What follows belongs to an exercise in optimizing a design on an open flow for small area, a short achievable clock period and few clock cycles per item; a production flow would make more cautious choices.
At most, simulation tests tie the RTL to the original design; equivalence was not proved.
For run 1, only the layout was checked, not whether the RTL still works.

## design/flow/config.mk

```make
export PLATFORM = sky130hd
export DESIGN_NAME = mcmac
export DESIGN_NICKNAME = mcmac
export VERILOG_FILES = /design/flow/design.v
export SDC_FILE = /design/flow/constraint.sdc
export NUM_CORES = 8
export LEC_CHECK = 0
export CAP_MARGIN = 20
export CORE_MARGIN = 2
export CORE_UTILIZATION = 25
export SLEW_MARGIN = 20
```

## design/flow/constraint.sdc

```tcl
create_clock -name core_clock -period 8.0 [get_ports {clk}]
set_input_delay 1.6000 -clock core_clock [delete_from_list [all_inputs] [get_ports {clk}]]
set_output_delay 1.6000 -clock core_clock [all_outputs]
set_load 0.01 [all_outputs]
```

## design/flow/design.v

```verilog
module mcmac_sbox (input wire [7:0] a, output wire [7:0] y);
    wire U0=a[7],U1=a[6],U2=a[5],U3=a[4],U4=a[3],U5=a[2],U6=a[1],U7=a[0];
    wire T1=U0^U3, T2=U0^U5, T3=U0^U6, T4=U3^U5, T5=U4^U6, T6=T1^T5, T7=U1^U2;
    wire T8=U7^T6, T9=U7^T7, T10=T6^T7, T11=U1^U5, T12=U2^U5, T13=T3^T4, T14=T6^T11;
    wire T15=T5^T11, T16=T5^T12, T17=T9^T16, T18=U3^U7, T19=T7^T18, T20=T1^T19;
    wire T21=U6^U7, T22=T7^T21, T23=T2^T22, T24=T2^T10, T25=T20^T17, T26=T3^T16, T27=T1^T12;
    wire M1=T13&T6, M2=T23&T8, M3=T14^M1, M4=T19&U7, M5=M4^M1, M6=T3&T16, M7=T22&T9;
    wire M8=T26^M6, M9=T20&T17, M10=M9^M6, M11=T1&T15, M12=T4&T27, M13=M12^M11;
    wire M14=T2&T10, M15=M14^M11, M16=M3^M2, M17=M5^T24, M18=M8^M7, M19=M10^M15;
    wire M20=M16^M13, M21=M17^M15, M22=M18^M13, M23=M19^T25, M24=M22^M23, M25=M22&M20;
    wire M26=M21^M25, M27=M20^M21, M28=M23^M25, M29=M28&M27, M30=M26&M24, M31=M20&M23;
    wire M32=M27&M31, M33=M27^M25, M34=M21&M22, M35=M24&M34, M36=M24^M25, M37=M21^M29;
    wire M38=M32^M33, M39=M23^M30, M40=M35^M36, M41=M38^M40, M42=M37^M39, M43=M37^M38;
    wire M44=M39^M40, M45=M42^M41;
    wire M46=M44&T6, M47=M40&T8, M48=M39&U7, M49=M43&T16, M50=M38&T9, M51=M37&T17;
    wire M52=M42&T15, M53=M45&T27, M54=M41&T10, M55=M44&T13, M56=M40&T23, M57=M39&T19;
    wire M58=M43&T3, M59=M38&T22, M60=M37&T20, M61=M42&T1, M62=M45&T4, M63=M41&T2;
    wire L0=M61^M62, L1=M50^M56, L2=M46^M48, L3=M47^M55, L4=M54^M58, L5=M49^M61;
    wire L6=M62^L5, L7=M46^L3, L8=M51^M59, L9=M52^M53, L10=M53^L4, L11=M60^L2;
    wire L12=M48^M51, L13=M50^L0, L14=M52^M61, L15=M55^L1, L16=M56^L0, L17=M57^L1;
    wire L18=M58^L8, L19=M63^L4, L20=L0^L1, L21=L1^L7, L22=L3^L12, L23=L18^L2;
    wire L24=L15^L9, L25=L6^L10, L26=L7^L9, L27=L8^L10, L28=L11^L14, L29=L11^L17;
    assign y[7]=L6^L24;
    assign y[6]=~(L16^L26);
    assign y[5]=~(L19^L28);
    assign y[4]=L6^L21;
    assign y[3]=L20^L22;
    assign y[2]=L25^L29;
    assign y[1]=~(L13^L27);
    assign y[0]=~(L6^L23);
endmodule
module mcmac_round (
    input  wire [127:0] state,      
    input  wire [127:0] rk,         
    input  wire [7:0]   rcon,       
    output wire [127:0] sr_out,     
    output wire [127:0] mc_out,     
    output wire [127:0] rk_out      
);
    function [7:0] xtime;
        input [7:0] b;
        xtime = {b[6:0], 1'b0} ^ (b[7] ? 8'h1b : 8'h00);
    endfunction
    wire [31:0] w0 = rk[127:96];
    wire [31:0] w1 = rk[95:64];
    wire [31:0] w2 = rk[63:32];
    wire [31:0] w3 = rk[31:0];
    wire [31:0] sw;
    mcmac_sbox ks0 (.a(w3[23:16]), .y(sw[31:24]));
    mcmac_sbox ks1 (.a(w3[15:8]),  .y(sw[23:16]));
    mcmac_sbox ks2 (.a(w3[7:0]),   .y(sw[15:8]));
    mcmac_sbox ks3 (.a(w3[31:24]), .y(sw[7:0]));
    wire [31:0] t0 = sw ^ {rcon, 24'h0};
    assign rk_out = {t0 ^ w0, t0 ^ (w0 ^ w1), t0 ^ (w0 ^ w1 ^ w2), t0 ^ (w0 ^ w1 ^ w2 ^ w3)};
    wire [127:0] sb;
    genvar i;
    generate
        for (i = 0; i < 16; i = i + 1) begin : g_sub
            mcmac_sbox s (.a(state[127-8*i -: 8]), .y(sb[127-8*i -: 8]));
        end
    endgenerate
    genvar c, r;
    generate
        for (c = 0; c < 4; c = c + 1) begin : g_col
            for (r = 0; r < 4; r = r + 1) begin : g_row
                assign sr_out[127-8*(4*c+r) -: 8] = sb[127-8*(4*((c+r)%4)+r) -: 8];
            end
        end
    endgenerate
    generate
        for (c = 0; c < 4; c = c + 1) begin : g_mix
            wire [7:0] a0 = sr_out[127-32*c -: 8];
            wire [7:0] a1 = sr_out[119-32*c -: 8];
            wire [7:0] a2 = sr_out[111-32*c -: 8];
            wire [7:0] a3 = sr_out[103-32*c -: 8];
            wire [7:0] t  = a0 ^ a1 ^ a2 ^ a3;
            assign mc_out[127-32*c -: 8] = a0 ^ t ^ xtime(a0 ^ a1);
            assign mc_out[119-32*c -: 8] = a1 ^ t ^ xtime(a1 ^ a2);
            assign mc_out[111-32*c -: 8] = a2 ^ t ^ xtime(a2 ^ a3);
            assign mc_out[103-32*c -: 8] = a3 ^ t ^ xtime(a3 ^ a0);
        end
    endgenerate
endmodule
module mcmac (
    input  wire         clk,
    input  wire         rst,        
    input  wire         in_valid,
    output wire         in_ready,
    input  wire         in_first,   
    input  wire         in_last,    
    input  wire [4:0]   in_len,     
    input  wire [127:0] in_data,    
    input  wire [127:0] in_key,
    output reg          tag_valid,
    output wire [127:0] tag
);
    localparam S_IDLE = 3'd0;   
    localparam S_LRUN = 3'd1;   
    localparam S_FIX  = 3'd2;   
    localparam S_BRUN = 3'd3;   
    localparam S_WAIT = 3'd4;   
    reg [2:0]   st;
    reg [3:0]   round;       
    reg         cur_last;    
    reg         m1_last;     
    reg         m1_full;     
    reg [127:0] s;           
    reg [127:0] rk;          
    reg [127:0] k0;          
    reg [127:0] lr;          
    wire last_rnd = (round == 4'd10);
    wire blk_end  = (st == S_BRUN) && last_rnd;
    assign in_ready = (st == S_IDLE) || (st == S_WAIT) || (blk_end && !cur_last);
    wire accept = in_valid && in_ready;
    assign tag = s;
    reg [7:0] rcon;
    always @(*) begin
        case (round)
            4'd1:    rcon = 8'h01;
            4'd2:    rcon = 8'h02;
            4'd3:    rcon = 8'h04;
            4'd4:    rcon = 8'h08;
            4'd5:    rcon = 8'h10;
            4'd6:    rcon = 8'h20;
            4'd7:    rcon = 8'h40;
            4'd8:    rcon = 8'h80;
            4'd9:    rcon = 8'h1b;
            default: rcon = 8'h36;
        endcase
    end
    wire [127:0] k1 = {lr[126:0], 1'b0} ^ (lr[127] ? 128'h87 : 128'h0);
    wire [127:0] k2 = {k1[126:0], 1'b0} ^ (k1[127] ? 128'h87 : 128'h0);
    reg [127:0] padm;
    integer j;
    always @(*) begin
        for (j = 0; j < 16; j = j + 1) begin
            if (!in_last || j < in_len)
                padm[127-8*j -: 8] = in_data[127-8*j -: 8];
            else if (j == in_len)
                padm[127-8*j -: 8] = 8'h80;
            else
                padm[127-8*j -: 8] = 8'h00;
        end
    end
    wire         in_full = (in_len == 5'd16);
    wire [127:0] kx_in   = !in_last ? 128'h0 : in_full ? k1 : k2;
    wire [127:0] d_in    = padm ^ kx_in ^ k0;    
    wire [127:0] kx_m1   = m1_full ? k1 : k2;
    wire [127:0] sr_o, mc_o, rk_n;
    mcmac_round u_round (
        .state (s),
        .rk    (rk),
        .rcon  (rcon),
        .sr_out(sr_o),
        .mc_out(mc_o),
        .rk_out(rk_n)
    );
    wire         take_next = blk_end && !cur_last && in_valid;
    wire [127:0] rnd_out   = (last_rnd ? sr_o : mc_o) ^ (rk_n ^ (take_next ? d_in : 128'h0));
    always @(posedge clk) begin
        if (rst) begin
            st        <= S_IDLE;
            tag_valid <= 1'b0;
        end else begin
            tag_valid <= 1'b0;
            case (st)
                S_IDLE: begin
                    if (in_valid) begin
                        k0      <= in_key;
                        rk      <= in_key;
                        s       <= in_key;           
                        lr      <= padm;
                        m1_last <= in_last;
                        m1_full <= in_full;
                        round   <= 4'd1;
                        st      <= S_LRUN;
                    end
                end
                S_LRUN: begin
                    round <= round + 4'd1;
                    s     <= rnd_out;
                    rk    <= rk_n;
                    if (last_rnd) begin
                        lr       <= rnd_out;         
                        s        <= lr ^ k0;         
                        rk       <= k0;
                        round    <= 4'd1;
                        cur_last <= m1_last;
                        st       <= m1_last ? S_FIX : S_BRUN;
                    end
                end
                S_FIX: begin
                    s  <= s ^ kx_m1;
                    st <= S_BRUN;
                end
                S_BRUN: begin
                    round <= round + 4'd1;
                    s     <= rnd_out;
                    rk    <= rk_n;
                    if (last_rnd) begin
                        rk    <= k0;
                        round <= 4'd1;
                        if (cur_last) begin
                            tag_valid <= 1'b1;
                            st        <= S_IDLE;
                        end else if (in_valid) begin
                            cur_last <= in_last;
                        end else begin
                            st <= S_WAIT;
                        end
                    end
                end
                S_WAIT: begin
                    if (in_valid) begin
                        s        <= s ^ d_in;
                        cur_last <= in_last;
                        st       <= S_BRUN;
                    end
                end
                default: st <= S_IDLE;
            endcase
        end
    end
endmodule
```

## design/flow/run.sh

```bash
#!/bin/bash
# synth_recipe.tcl (not shown) runs the flow's synth.tcl, then flattens the netlist and writes it again
# the make line also repeats each setting of config.mk as NAME=value (left out here)
make -C /OpenROAD-flow-scripts/flow DESIGN_CONFIG=/design/flow/config.mk WORK_HOME=/design/flow/orfs CLKGATE_MAP_FILE= SYNTH_SCRIPT=/design/flow/synth_recipe.tcl finish
```

==> results of run 1 <==
per-stage QoR:
| stage | setup WS, ns | instances | area, um^2 | util |
|---|---|---|---|---|
| floorplan | 0.504 | 10000 | 84700 | - |
| global placement | 0.714 | 14700 | 95100 | 0.282 |
| detailed placement | 0.752 | 14700 | 95100 | 0.282 |
| CTS | 0.707 | 14900 | 97400 | 0.289 |
| global route | 0.236 | 14900 | 97600 | 0.290 |
| finish | 0.537 | 14900 | 97600 | 0.290 |
cell families after synthesis:
group	Yosys count	synth area share
and+or+nand+nor	2788	0.146
xor gates and xnor gates	2781	0.368
AOI/OAI and AO/OA	2762	0.210
buffers and inverters	825	0.0445
DFF	531	0.187
muxes	299	0.0360
adders and majority gates	55	0.00786
critical path, cell delays in order, from the launching register on:
cell and delay [ns]:
edfxtp_1 0.46, xor2_2 0.27, xnor2_1 0.62, xor2_1 0.52
inv_1 0.20, ha_1 0.36, xnor3_1 0.48, xnor3_1 0.65
buf_4 0.24, nor3_1 0.07, a221oi_1 0.27, a21oi_1 0.11
a21oi_1 0.32, xnor3_1 0.43, xnor3_1 0.78, xnor3_1 0.38
xnor3_1 0.27, nor2_1 0.24, xor2_1 0.39, o21ai_0 0.13
cell type report:
type                       instances  area, um^2  area share
sequential                       531       15800       0.162
tap                             4515        5650      0.0579
clock buffer                      82        1870      0.0192
antenna                           81         203     0.00208
timing repair buffer             916        7990      0.0818
multi-input combinational       8685       65300       0.669
clock inverter                    44         425     0.00436
inverter                          92         360     0.00369
per-layer routing:
metal | GRT usage | routed length (um)
met5 | 0 | 583
met4 | 0.141 | 25100
met3 | 0.0821 | 54900
met2 | 0.312 | 164000
met1 | 0.276 | 150000
worst min path at each step:
stage                   from    end  slack [ns]
floorplan           cur_last  st[2]        0.55
global placement    cur_last  st[2]        0.62
detailed placement   m1_last  st[0]        0.62
CTS                  m1_last  st[0]        0.60
global route         m1_last  st[0]        0.65
finish               m1_last  st[0]        0.61
registers in the layout (all words and copies together), names as in the netlist:
register,cells
cur_last,1
k0,128
lr,128
m1_full,1
m1_last,1
rk,128
round,4
s,128
st,3
tag_valid,1
u_round.rcon,8
cell usage in the layout (no fill, tap or decap), drive strengths merged, types with 27 or more instances in the layout:
master | netlist | routed
o31ai | 38 | 38
mux2 | 28 | 28
o21ai | 775 | 775
clkdlybuf4s50 | 0 | 394
or2 | 28 | 28
xor3 | 55 | 55
mux2i | 271 | 271
nor2b | 68 | 68
o211ai | 120 | 120
nor2 | 756 | 756
edfxtp | 519 | 519
or3 | 48 | 48
a222oi | 75 | 75
clkinv | 1 | 29
buf | 335 | 522
o221ai | 68 | 68
a22oi | 59 | 59
a2111oi | 38 | 38
a21o | 33 | 33
xor2 | 829 | 829
nand4 | 36 | 36
xnor2 | 1569 | 1569
nor4 | 32 | 32
and3 | 43 | 43
and2 | 51 | 51
a21oi | 810 | 810
nand2b | 45 | 45
ha | 46 | 46
o22ai | 111 | 111
a221oi | 61 | 61
nand3 | 273 | 273
nor3 | 165 | 165
a21boi | 27 | 27
clkbuf | 388 | 82
diode | 0 | 81
inv | 91 | 92
nand2 | 1179 | 1179
xnor3 | 328 | 328
a31oi | 99 | 99
a211oi | 127 | 127
==> run summary, run 1 <==
Site Rows=~210; Primary FF master, synth=edfxtp_1; wirelength, routed=~390000 um; Post-synth ARST share=0; CTS hold repair buffers=0; clock tree buffer depth=3; Initial Util=0.251; most common cell in the netlist=xnor2_1; DP HPWL=~300000 um; Starting DRT DRC Count=11400; Seq/Total Area, Yosys=0.187; CTS sink cnt=approximately 530; fin crit period=between 7 and 8 ns; CP Max Fanout=11; Yosys warning total=2; Post-CTS Setup Repair Bufs=0; max-cap violation count=0; number of synthesized register bits=roughly 530; largest cells by area after synthesis=edfxtp_1, xnor2_1, xor2_1; Die Y=roughly 600 um; syn avg cell area=approximately 8.4 um^2; H-tree levels=3; crit share post-route=0.933; gr ovfl total=0; CTS root buf=clkbuf_16; GPL Wtd Cong=0.980; Max Fclk=134 MHz; largest net degree at the start of global routing=between 150 and 200; Critical path origin=s[67]; # fillers=about 36000; first-pass GRT wire length=between 500000 and 600000 um; largest area contributor in the netlist=edfxtp_1; EDFF count, synth=519; clk latency of the worst-skew pair=a little over 0.7 ns; Area Overhead vs Synth=15.3%; WL/cell=26.4 um; Worst Skew=a little under 0.06 ns; initial antenna violation count=approximately 160; # DRC=0; layout cells sized above 1=0.0981; Slew @ Worst Pin=1.20 ns; number of global-route vias before repair=between 70000 and 80000; outcome=timing/DRC/antenna clean; CP arrival=between 7 and 8 ns; FF-to-FF Start=s[67]; final slew viol count=0; unrepaired setup endpoints after global routing=false; Die Span X=~600 um; vias post-DR=between 80000 and 90000; PostCTS Resize Cnt=0; Worst R2R Setup Slack=0.54 ns; startpoint types=flip-flop; endpoints failing hold=0; Reg clk slew, reported paths=0.07 ns; Crit. End Element=flip-flop; Yosys top cell area share=0.184; cts bufs inserted=70; HP Class=reg -> reg; Synth cell types=133; Data required, critical path=about 8.4 ns; Nets=between 10000 and 15000; core box area=approximately 340000 um^2; TritonCTS clock tree=done; Critical Path End=lr[58]; ANT nets after route=0; die area=343000 um^2; slew margin rel.=0.195; commonest cells in the netlist=xnor2_1, nand2_1, a21oi_1; final setup vio count=0; Reg2Reg Depth=19; Net Count, Synth=slightly above 10000; TritonRoute pass-1 iters=9; Hold Slack=between 0.6 and 0.7 ns; post-synthesis cell area=roughly 85000 um^2; kind of critical path=reg -> reg; gr usage total=0.219; vias per cell=5.48; Gate Count Post-Synth=10000; setup_tns=0 ns; Boundary Pins=approximately 400; Hold Path Cell Cnt=3; RR Endpoint=lr[58]; PortBufs=a little under 400
==> run 2, diff against run 1 <==
--- a/design/flow/design.v
+++ b/design/flow/design.v
@@ -7,11 +7,26 @@
     wire M1=T13&T6, M2=T23&T8, M3=T14^M1, M4=T19&U7, M5=M4^M1, M6=T3&T16, M7=T22&T9;
     wire M8=T26^M6, M9=T20&T17, M10=M9^M6, M11=T1&T15, M12=T4&T27, M13=M12^M11;
     wire M14=T2&T10, M15=M14^M11, M16=M3^M2, M17=M5^T24, M18=M8^M7, M19=M10^M15;
-    wire M20=M16^M13, M21=M17^M15, M22=M18^M13, M23=M19^T25, M24=M22^M23, M25=M22&M20;
-    wire M26=M21^M25, M27=M20^M21, M28=M23^M25, M29=M28&M27, M30=M26&M24, M31=M20&M23;
-    wire M32=M27&M31, M33=M27^M25, M34=M21&M22, M35=M24&M34, M36=M24^M25, M37=M21^M29;
-    wire M38=M32^M33, M39=M23^M30, M40=M35^M36, M41=M38^M40, M42=M37^M39, M43=M37^M38;
-    wire M44=M39^M40, M45=M42^M41;
+    wire M20=M16^M13, M21=M17^M15, M22=M18^M13, M23=M19^T25;
+    wire [3:0] v = {M20, M21, M22, M23};
+    wire [15:0] TBM37 = 16'b1111011001010000;
+    wire M37 = TBM37[v];
+    wire [15:0] TBM38 = 16'b1100100111110000;
+    wire M38 = TBM38[v];
+    wire [15:0] TBM39 = 16'b1000111011001010;
+    wire M39 = TBM39[v];
+    wire [15:0] TBM40 = 16'b1110101000100110;
+    wire M40 = TBM40[v];
+    wire [15:0] TBM41 = 16'b0010001111010110;
+    wire M41 = TBM41[v];
+    wire [15:0] TBM42 = 16'b0111100010011010;
+    wire M42 = TBM42[v];
+    wire [15:0] TBM43 = 16'b0011111110100000;
+    wire M43 = TBM43[v];
+    wire [15:0] TBM44 = 16'b0110010011101100;
+    wire M44 = TBM44[v];
+    wire [15:0] TBM45 = 16'b0101101101001100;
+    wire M45 = TBM45[v];
     wire M46=M44&T6, M47=M40&T8, M48=M39&U7, M49=M43&T16, M50=M38&T9, M51=M37&T17;
     wire M52=M42&T15, M53=M45&T27, M54=M41&T10, M55=M44&T13, M56=M40&T23, M57=M39&T19;
     wire M58=M43&T3, M59=M38&T22, M60=M37&T20, M61=M42&T1, M62=M45&T4, M63=M41&T2;
@@ -108,11 +123,17 @@
     reg [127:0] rk;          
     reg [127:0] k0;          
     reg [127:0] lr;          
+    wire idle     = (st == S_IDLE);
+    wire lrun     = (st == S_LRUN);
+    wire fix      = (st == S_FIX);
+    wire brun     = (st == S_BRUN);
+    wire wait_blk = (st == S_WAIT);
     wire last_rnd = (round == 4'd10);
-    wire blk_end  = (st == S_BRUN) && last_rnd;
-    assign in_ready = (st == S_IDLE) || (st == S_WAIT) || (blk_end && !cur_last);
-    wire accept = in_valid && in_ready;
+    wire blk_end  = brun && last_rnd;
+    wire l_end    = lrun && last_rnd;
+    assign in_ready = idle || wait_blk || (blk_end && !cur_last);
     assign tag = s;
+    wire take_in = in_valid && (wait_blk || (blk_end && !cur_last));
     reg [7:0] rcon;
     always @(*) begin
         case (round)
@@ -128,24 +149,26 @@
             default: rcon = 8'h36;
         endcase
     end
-    wire [127:0] k1 = {lr[126:0], 1'b0} ^ (lr[127] ? 128'h87 : 128'h0);
-    wire [127:0] k2 = {k1[126:0], 1'b0} ^ (k1[127] ? 128'h87 : 128'h0);
-    reg [127:0] padm;
+    wire         pass_in = take_in || idle;
+    reg  [127:0] padm;
     integer j;
     always @(*) begin
         for (j = 0; j < 16; j = j + 1) begin
-            if (!in_last || j < in_len)
+            if (pass_in && (!in_last || j < in_len))
                 padm[127-8*j -: 8] = in_data[127-8*j -: 8];
-            else if (j == in_len)
+            else if (pass_in && j == in_len)
                 padm[127-8*j -: 8] = 8'h80;
             else
                 padm[127-8*j -: 8] = 8'h00;
         end
     end
-    wire         in_full = (in_len == 5'd16);
-    wire [127:0] kx_in   = !in_last ? 128'h0 : in_full ? k1 : k2;
-    wire [127:0] d_in    = padm ^ kx_in ^ k0;    
-    wire [127:0] kx_m1   = m1_full ? k1 : k2;
+    wire [127:0] k1   = {lr[126:0], 1'b0} ^ (lr[127] ? 128'h87 : 128'h0);
+    wire [127:0] k2   = {k1[126:0], 1'b0} ^ (k1[127] ? 128'h87 : 128'h0);
+    wire         full = fix ? m1_full : (in_len == 5'd16);
+    wire         use_k  = fix || (take_in && in_last);
+    wire         use_k0 = take_in || l_end;
+    wire [127:0] kx   = use_k ? (full ? k1 : k2) : 128'h0;
+    wire [127:0] d = (padm ^ (use_k0 ? k0 : 128'h0)) ^ kx;
     wire [127:0] sr_o, mc_o, rk_n;
     mcmac_round u_round (
         .state (s),
@@ -155,68 +178,57 @@
         .mc_out(mc_o),
         .rk_out(rk_n)
     );
-    wire         take_next = blk_end && !cur_last && in_valid;
-    wire [127:0] rnd_out   = (last_rnd ? sr_o : mc_o) ^ (rk_n ^ (take_next ? d_in : 128'h0));
+    wire [127:0] rnd_out = (last_rnd ? sr_o : mc_o) ^ (rk_n ^ (l_end ? 128'h0 : d));
+    wire         use_rnd = brun || (lrun && !last_rnd);
     always @(posedge clk) begin
+        if (use_rnd)
+            s <= rnd_out;
+        else if (idle)
+            s <= in_key;                   
+        else
+            s <= (lrun ? lr : s) ^ d;
+        if ((lrun || brun) && !last_rnd)
+            rk <= rk_n;
+        else if (idle)
+            rk <= in_key;
+        else
+            rk <= k0;
+        if (idle)
+            k0 <= in_key;
+        if (idle)
+            lr <= padm;
+        else if (l_end)
+            lr <= rnd_out;                 
+        if ((lrun || brun) && !last_rnd)
+            round <= round + 4'd1;
+        else
+            round <= 4'd1;
+        if (l_end)
+            cur_last <= m1_last;
+        else if (take_in)
+            cur_last <= in_last;
+        if (idle) begin
+            m1_last <= in_last;
+            m1_full <= (in_len == 5'd16);
+        end
         if (rst) begin
             st        <= S_IDLE;
             tag_valid <= 1'b0;
         end else begin
             tag_valid <= 1'b0;
             case (st)
-                S_IDLE: begin
-                    if (in_valid) begin
-                        k0      <= in_key;
-                        rk      <= in_key;
-                        s       <= in_key;           
-                        lr      <= padm;
-                        m1_last <= in_last;
-                        m1_full <= in_full;
-                        round   <= 4'd1;
-                        st      <= S_LRUN;
-                    end
-                end
-                S_LRUN: begin
-                    round <= round + 4'd1;
-                    s     <= rnd_out;
-                    rk    <= rk_n;
-                    if (last_rnd) begin
-                        lr       <= rnd_out;         
-                        s        <= lr ^ k0;         
-                        rk       <= k0;
-                        round    <= 4'd1;
-                        cur_last <= m1_last;
-                        st       <= m1_last ? S_FIX : S_BRUN;
-                    end
-                end
-                S_FIX: begin
-                    s  <= s ^ kx_m1;
-                    st <= S_BRUN;
-                end
-                S_BRUN: begin
-                    round <= round + 4'd1;
-                    s     <= rnd_out;
-                    rk    <= rk_n;
-                    if (last_rnd) begin
-                        rk    <= k0;
-                        round <= 4'd1;
-                        if (cur_last) begin
-                            tag_valid <= 1'b1;
-                            st        <= S_IDLE;
-                        end else if (in_valid) begin
-                            cur_last <= in_last;
-                        end else begin
-                            st <= S_WAIT;
+                S_IDLE: if (in_valid) st <= S_LRUN;
+                S_LRUN: if (last_rnd) st <= m1_last ? S_FIX : S_BRUN;
+                S_FIX:  st <= S_BRUN;
+                S_BRUN: if (last_rnd) begin
+                            if (cur_last) begin
+                                tag_valid <= 1'b1;
+                                st        <= S_IDLE;
+                            end else if (!in_valid) begin
+                                st <= S_WAIT;
+                            end
                         end
-                    end
-                end
-                S_WAIT: begin
-                    if (in_valid) begin
-                        s        <= s ^ d_in;
-                        cur_last <= in_last;
-                        st       <= S_BRUN;
-                    end
-                end
+                S_WAIT: if (in_valid) st <= S_BRUN;
                 default: st <= S_IDLE;
             endcase
         end
--- a/design/flow/config.mk
+++ b/design/flow/config.mk
@@ -8,4 +8,5 @@
 export CAP_MARGIN = 20
 export CORE_MARGIN = 2
 export CORE_UTILIZATION = 25
+export SETUP_SLACK_MARGIN = 2
 export SLEW_MARGIN = 20
==> run 2 against run 1 <==
Effect of this change: via count fell by 12%; critical path depth rose by 5; final area rose by 3.2%; non-clock buffer count rose by 633; setup slack improved by 1.4 ns; register-to-register slack improved by 1.4 ns; sequential cell count did not move; final cell count fell by 7.8%; utilization rose by 6.0 points; routed wire length fell by 11%; clock skew fell by 0.0036 ns; critical path type unchanged; highest routed layer unchanged.
==> run summary, run 2 <==
largest cells by area after synthesis=xnor2_1, dfxtp_1, xor2_1; Reg2Reg Depth=24 (+5); Primary FF master, synth=dfxtp_1; vias per cell=5.26 (-4.0%); Area Overhead vs Synth=38.8%; Post-synth ARST share=0 (unchanged); H-tree levels=3 (unchanged); CP arrival=6.45 ns (-1.42 ns); setup_tns=0 ns (unchanged); crit share post-route=0.755 (-0.178); GPL Wtd Cong=1.01 (+3.5%); initial antenna violation count=82 (-48%); RR Endpoint=lr[104]; Layout Cells excl Fill=13800 (-7.8%); FF-to-FF Start=s[45]; EDFF count, synth=131 (-75%); fin crit period=6.04 ns (-1.42 ns); Nets=10300 (-2.5%); slew margin rel.=0.142 (-0.0526); TritonRoute pass-1 iters=6 (-3); most frequent cells in the layout=xnor2_1, nand2_1, buf_4, a21oi_1, xor2_1; ANT nets after route=0 (unchanged); outcome=timing/DRC/antenna clean; number of synthesized register bits=531 (unchanged); Worst R2R Setup Slack=1.96 ns (+1.42 ns); Slew @ Worst Pin=1.27 ns (+0.0697 ns); most common cell after layout, fill and taps aside=xnor2_1; largest area contributor in the netlist=xnor2_1; Die Span X=543 um (-7.4%); Hold Crit Start=round[0]; Yosys top cell area share=0.192 (+0.00822); # DRC=0 (unchanged); Hold Path Cell Cnt=1 (-2); endpoints failing hold=0 (unchanged); Yosys warning total=2 (unchanged); final setup vio count=0 (unchanged); Net Count, Synth=9201 (-11%); Boundary Pins=396 (unchanged); Gate Count Post-Synth=8749 (-13%); vias post-DR=72400 (-12%); CTS hold repair buffers=0 (unchanged); CTS root buf=clkbuf_16; DP HPWL=266000 um (-11%); layout cells sized above 1=0.279 (+0.181); Die Y=543 um (-7.4%); kind of critical path=reg -> reg; PortBufs=394 (unchanged); syn avg cell area=8.29 um^2 (-1.6%); post-synthesis cell area=72600 um^2 (-14%); TritonCTS clock tree=done; largest net degree at the start of global routing=150 (-6.3%); final slew viol count=0 (unchanged); final core occ=0.349 (+0.0595); Seq/Total Area, Yosys=0.165 (-0.0223); PnR worst setup slack=1.96 ns (+1.42 ns); gr ovfl total=0 (unchanged); unrepaired setup endpoints after global routing=true; most common cell in the netlist=xnor2_1; commonest cells in the netlist=xnor2_1, nand2_1, xor2_1; core box area=288000 um^2 (-14%); clk latency of the worst-skew pair=0.72 ns (about the same); Inst Count DP=12900 (-13%); cts bufs inserted=72 (+2.9%); Site Rows=197 (-7.5%); # fillers=29100 (-19%); Max Fclk=166 MHz (+24%); Synth cell types=112 (-16%); clock tree buffer depth=3 (unchanged); Initial Util=0.252 (+0.000255); startpoint types=flip-flop; number of global-route vias before repair=65000 (-12%); Worst Skew=0.0552 ns (-0.00360 ns); first-pass GRT wire length=476000 um (-14%); Placement Setup Slack=0.789 ns (+0.0371 ns); CTS sink cnt=531 (unchanged); max-cap violation count=0 (unchanged); Reg clk slew, reported paths=0.06 ns (about the same); die area=295000 um^2 (-14%); Data required, critical path=8.41 ns (about the same); HP Class=reg -> reg; CP Max Fanout=6 (-5); gr usage total=0.222 (+0.00230); Starting DRT DRC Count=8520 (-25%); Crit. End Element=flip-flop; wirelength, routed=351000 um (-11%); worst hold endpoint=round[0]; WL/cell=25.5 um (-3.6%)
-- run 2: how the worst max path moves through the flow --
stage	start	to	depth (start not counted)
after floorplan	s[35]	lr[11]	24
after global placement	s[79]	lr[19]	22
after detailed placement	s[79]	lr[19]	22
after CTS	s[55]	lr[66]	20
after global routing	s[47]	lr[120]	24
final	s[45]	lr[104]	24
-- run 2: area by class of cell --
type / instances / area (um^2) / area share
Multi-Input combinational cell: 7560 / 67300 / 0.668
Clock buffer: 101 / 2000 / 0.0199
Inverter: 172 / 664 / 0.00660
Tap cell: 3781 / 4730 / 0.0470
Timing Repair Buffer: 1549 / 13400 / 0.133
Sequential cell: 531 / 12200 / 0.121
Clock inverter: 31 / 313 / 0.00311
Antenna cell: 50 / 125 / 0.00124
-- run 2: timing repair --
item / 4_1_cts / 5_1_grt
setup buffers: 300 / 436
endpoints found under the setup margin: 329 / 269
gates resized for setup: 805 / 902
pin swaps: 275 / 498
gates cloned: 2 / 3
-- run 2: logic make-up after synthesis --
family	count (synthesis)	synth area share
buf+inv	662	0.0368
fa+ha+maj	205	0.0347
mux	368	0.0553
xor+xnor	2588	0.383
compound gates	1854	0.167
simple gates	2541	0.158
flops	531	0.165
-- run 2: metal layers --
| layer | share of wire | vias to the layer above | global-route usage | wire, um |
|---|---|---|---|---|
| met2 | 0.42 | 4029 | 0.325 | 148000 |
| met4 | 0.080 | 50 | 0.151 | 28000 |
| li1 | - | 32500 | - | - |
| met5 | 0.00084 | - | 0 | 295 |
| met1 | 0.39 | 34900 | 0.285 | 136000 |
| met3 | 0.11 | 957 | 0.0550 | 39100 |
-- run 2: metrics by stage --
stage                     hold WS [ns]  cell area, um^2
after detailed placement         0.445            83100
final                            0.457           101000
after CTS                        0.459            92100
after global placement           0.437            83100
after floorplan                  0.412            73000
after global routing             0.479           101000
-- run 2: critical path, stage by stage (launching register included) --
cell	delay (ns)
dfxtp_4	0.39
xnor3_2	0.51
xnor2_2	0.19
ha_1	0.33
xor2_2	0.17
xnor2_2	0.29
xnor2_1	0.11
buf_4	0.15
buf_4	0.15
ha_4	0.24
or3_4	0.41
a31o_4	0.24
a21o_1	0.21
xnor2_2	0.25
xnor3_1	0.27
xnor2_1	0.18
buf_4	0.19
xor3_2	0.48
xor2_2	0.17
buf_4	0.16
xnor2_4	0.15
buf_6	0.15
nand2_4	0.05
xnor2_2	0.20
a21oi_1	0.08
Testbench counts of run 2, summed over its fixed seeds: cycles 45,886, blocks 3,698.
==> run 3, diff against run 2 <==
--- a/design/flow/design.v
+++ b/design/flow/design.v
@@ -88,11 +88,14 @@
             wire [7:0] a1 = sr_out[119-32*c -: 8];
             wire [7:0] a2 = sr_out[111-32*c -: 8];
             wire [7:0] a3 = sr_out[103-32*c -: 8];
-            wire [7:0] t  = a0 ^ a1 ^ a2 ^ a3;
-            assign mc_out[127-32*c -: 8] = a0 ^ t ^ xtime(a0 ^ a1);
-            assign mc_out[119-32*c -: 8] = a1 ^ t ^ xtime(a1 ^ a2);
-            assign mc_out[111-32*c -: 8] = a2 ^ t ^ xtime(a2 ^ a3);
-            assign mc_out[103-32*c -: 8] = a3 ^ t ^ xtime(a3 ^ a0);
+            wire [7:0] t01 = a0 ^ a1;
+            wire [7:0] t12 = a1 ^ a2;
+            wire [7:0] t23 = a2 ^ a3;
+            wire [7:0] t30 = a3 ^ a0;
+            assign mc_out[127-32*c -: 8] = xtime(t01) ^ (t12 ^ a3);
+            assign mc_out[119-32*c -: 8] = xtime(t12) ^ (t23 ^ a0);
+            assign mc_out[111-32*c -: 8] = xtime(t23) ^ (t30 ^ a1);
+            assign mc_out[103-32*c -: 8] = xtime(t30) ^ (t01 ^ a2);
         end
     endgenerate
 endmodule
@@ -116,6 +119,8 @@
     localparam S_WAIT = 3'd4;   
     reg [2:0]   st;
     reg [3:0]   round;       
+    reg         first_rnd;   
+    reg         last_rnd;    
     reg         cur_last;    
     reg         m1_last;     
     reg         m1_full;     
@@ -128,7 +133,6 @@
     wire fix      = (st == S_FIX);
     wire brun     = (st == S_BRUN);
     wire wait_blk = (st == S_WAIT);
-    wire last_rnd = (round == 4'd10);
     wire blk_end  = brun && last_rnd;
     wire l_end    = lrun && last_rnd;
     assign in_ready = idle || wait_blk || (blk_end && !cur_last);
@@ -172,7 +176,7 @@
     wire [127:0] sr_o, mc_o, rk_n;
     mcmac_round u_round (
         .state (s),
-        .rk    (rk),
+        .rk    (first_rnd ? k0 : rk),
         .rcon  (rcon),
         .sr_out(sr_o),
         .mc_out(mc_o),
@@ -187,22 +191,22 @@
             s <= in_key;                   
         else
             s <= (lrun ? lr : s) ^ d;
-        if ((lrun || brun) && !last_rnd)
-            rk <= rk_n;
-        else if (idle)
-            rk <= in_key;
-        else
-            rk <= k0;
+        rk <= rk_n;
         if (idle)
             k0 <= in_key;
-        if (idle)
+        if (l_end)
+            lr <= rnd_out;                 
+        else if (idle)
             lr <= padm;
-        else if (l_end)
-            lr <= rnd_out;                 
-        if ((lrun || brun) && !last_rnd)
-            round <= round + 4'd1;
-        else
-            round <= 4'd1;
+        if ((lrun || brun) && !last_rnd) begin
+            round     <= round + 4'd1;
+            first_rnd <= 1'b0;
+            last_rnd  <= (round == 4'd9);
+        end else begin
+            round     <= 4'd1;
+            first_rnd <= 1'b1;
+            last_rnd  <= 1'b0;
+        end
         if (l_end)
             cur_last <= m1_last;
         else if (take_in)
--- a/design/flow/config.mk
+++ b/design/flow/config.mk
@@ -7,6 +7,6 @@
 export LEC_CHECK = 0
 export CAP_MARGIN = 20
 export CORE_MARGIN = 2
-export CORE_UTILIZATION = 25
-export SETUP_SLACK_MARGIN = 2
+export CORE_UTILIZATION = 40
+export SETUP_SLACK_MARGIN = 1.5
 export SLEW_MARGIN = 20
==> run 3 against run 2 <==
Effect of this change: utilization is 14 points higher; global-route usage is 10 points higher; clock skew is 0.016 ns lower; final area is 14% lower; final cell count is 18% lower; area after synthesis is 2.0% lower; routed wire length is 13% lower; worst hold slack worse by 0.020 ns; maximum frequency is 6.2% lower; critical endpoint is now lr[12]; highest routed layer is now met4.
==> run summary, run 3 <==
TritonRoute pass-1 iters=6 (unchanged); setup_tns=0 ns (unchanged); Site Rows=154 (-22%); CTS hold repair buffers=0 (unchanged); kind of critical path=reg -> reg; number of synthesized register bits=533 (+0.38%); Starting DRT DRC Count=6741 (-21%); Area Overhead vs Synth=21.9%; fin crit period=6.44 ns (+0.401 ns); Boundary Pins=396 (unchanged); Post-Place Cell Area=79000 um^2 (-4.9%); clk latency of the worst-skew pair=0.71 ns (about the same); vias per cell=5.77 (+9.7%); most common cell in the netlist=xnor2_1; WL/cell=27.2 um (+6.9%); PnR worst setup slack=1.56 ns (-0.401 ns); outcome=timing/DRC/antenna clean; Die Span X=426 um (-22%); ANT nets after route=0 (unchanged); max-cap violation count=0 (unchanged); core box area=176000 um^2 (-39%); Net Count, Synth=8699 (-5.5%); largest cells by area after synthesis=xnor2_1, edfxtp_1, xor2_1; Reg clk slew, reported paths=0.06 ns (about the same); CP Max Fanout=12 (+6); Max Fclk=155 MHz (-6.2%); TritonCTS clock tree=done; syn avg cell area=8.62 um^2 (+4.0%); final slew viol count=0 (unchanged); CTS sink cnt=533 (+0.38%); Crit. End Element=flip-flop; DP HPWL=240000 um (-9.9%); H-tree levels=3 (unchanged); number of global-route vias before repair=60700 (-6.6%); GPL Wtd Cong=1.01 (about the same); Die Y=426 um (-22%); post-synthesis cell area=71100 um^2 (-2.0%); clock tree buffer depth=3 (unchanged); Layout Cells excl Fill=11200 (-18%); crit share post-route=0.805 (+0.0502); Nets=9288 (-10%); final setup vio count=0 (unchanged); Primary FF master, synth=dfxtp_1; Seq/Total Area, Yosys=0.186 (+0.0219); vias post-DR=64800 (-10%); layout cells sized above 1=0.164 (-0.115); Synth cell types=124 (+11%); most common cell after layout, fill and taps aside=xnor2_1; wirelength, routed=306000 um (-13%); first-pass GRT wire length=429000 um (-9.8%); Post-synth ARST share=0 (unchanged); CTS root buf=clkbuf_16; HP Class=reg -> reg; PortBufs=394 (unchanged); CP arrival=6.87 ns (+0.42 ns); largest net degree at the start of global routing=86 (-43%); largest area contributor in the netlist=xnor2_1; Data required, critical path=8.43 ns (+0.02 ns); gr ovfl total=0 (unchanged); Gate Count Post-Synth=8247 (-5.7%); # DRC=0 (unchanged); Inst Count DP=10900 (-15%); design area=86700 um^2 (-14%); Hold Slack=0.437 ns (-0.0200 ns); commonest cells in the netlist=xnor2_1, nand2_1, xor2_1; Initial Util=0.403 (+0.151); Yosys top cell area share=0.201 (+0.00856); Placement Setup Slack=0.472 ns (-0.317 ns); slew margin rel.=0.201 (+0.0588); final core occ=0.491 (+0.142); EDFF count, synth=259 (+98%); initial antenna violation count=12 (-85%); unrepaired setup endpoints after global routing=true; Slew @ Worst Pin=1.19 ns (-0.0789 ns); endpoints failing hold=0 (unchanged); gr usage total=0.323 (+0.101); startpoint types=flip-flop; Yosys warning total=2 (unchanged); Worst Skew=0.0396 ns (-0.0156 ns); die area=181000 um^2 (-38%); most frequent cells in the layout=xnor2_1, nand2_1, xor2_1, buf_4, nor2_1; cts bufs inserted=69 (-4.2%)
==> run 3: layout make-up <==
type                    count  area (um^2)
diodes                     10         25.0
clock buffers             104         1980
clock inverters            23          258
fillers                 16900        89800
inverters                 202          766
multi-input cells        7090        59000
flip-flops and latches    533        13300
well taps                2340         2930
repair buffers            940         8420
==> run 3: per-layer routing <==
metal	wire length [um]	GRT usage	vias to the layer above
met5	0	0	-
met3	22900	0.0404	736
li1	-	-	29500
met4	25700	0.229	0
met1	120000	0.409	31600
met2	137000	0.508	3002
==> run 3: worst max-delay path, stage by stage, from the launching register on <==
cell     delay (ns)
dfxtp_4        0.44
buf_16         0.21
mux2i_4        0.29
buf_4          0.19
xnor2_4        0.15
xnor2_1        0.13
ha_1           0.34
xnor2_2        0.17
o21a_1         0.13
a211o_1        0.28
and2_1         0.25
inv_1          0.14
ha_1           0.24
inv_1          0.08
mux4_2         0.56
a31o_1         0.22
o221a_2        0.30
xor3_2         0.48
xor2_4         0.19
buf_12         0.15
xnor2_4        0.14
buf_12         0.15
xnor2_2        0.13
buf_4          0.18
xnor2_4        0.28
xnor2_2        0.18
o21ai_0        0.10
==> run 3: worst paths after layout <==
kind | startpoint | end | slack [ns] | cells after the start
worst max-delay path | first_rnd | lr[12] | 1.56 | 26
worst min-delay path | round[3] | last_rnd | 0.44 | 2
worst max register to register | first_rnd | lr[12] | 1.56 | 26
worst min register to register | round[3] | last_rnd | 0.44 | 2
==> run 3: repair_timing <==
item | 4_1_cts | 5_1_grt
buffers inserted | 50 | 155
gates cloned | 1 | 1
endpoints found under the setup margin | 236 | 214
pin swaps | 47 | 99
gates resized for setup | 296 | 325
==> run 3: cells by family after synthesis <==
| group | count (synthesis) | synth area share |
|---|---|---|
| and+or+nand+nor | 2047 | 0.128 |
| adders and majority gates | 195 | 0.0340 |
| muxes | 447 | 0.0692 |
| AOI/OAI and AO/OA | 1629 | 0.149 |
| buffers and inverters | 624 | 0.0366 |
| DFF | 533 | 0.186 |
| xor gates and xnor gates | 2772 | 0.397 |
Testbench counts of run 3, summed over its fixed seeds: cycles 45,886, blocks 3,698.

[afterwards: timing with drivers on the ports]
In the flow no input, the clock included, has a driving cell. The finished layouts below were timed again as built, in two steps. Step 1: set_driving_cell puts a clkbuf_16 on clk and a buf_2 on each other input, an assumption about the parent block. Step 2, shift: input delay + t, output delay - t, t = (earliest + latest rising clock arrival at the registers) / 2. This alone moves slack from input paths to output paths. Three values: no drivers, after step 1, after step 2; two values: the first two.
run | shift t [ns] | setup WS [ns] | worst setup path at the end | cell pins on the clock port's net
run 1 | 0.778 | 0.537 / 0.537 / 0.537 | register to register | 1
run 2 | 0.788 | 1.960 / 1.960 / 1.287 | input to register | 1
run 3 | 0.774 | 1.559 / 1.559 / 1.559 | register to register | 1
After both steps every run listed still meets setup and hold. The setup slack of run 2, which loses most, moves by 0.000 ns with the drivers and by -0.673 ns with both steps.
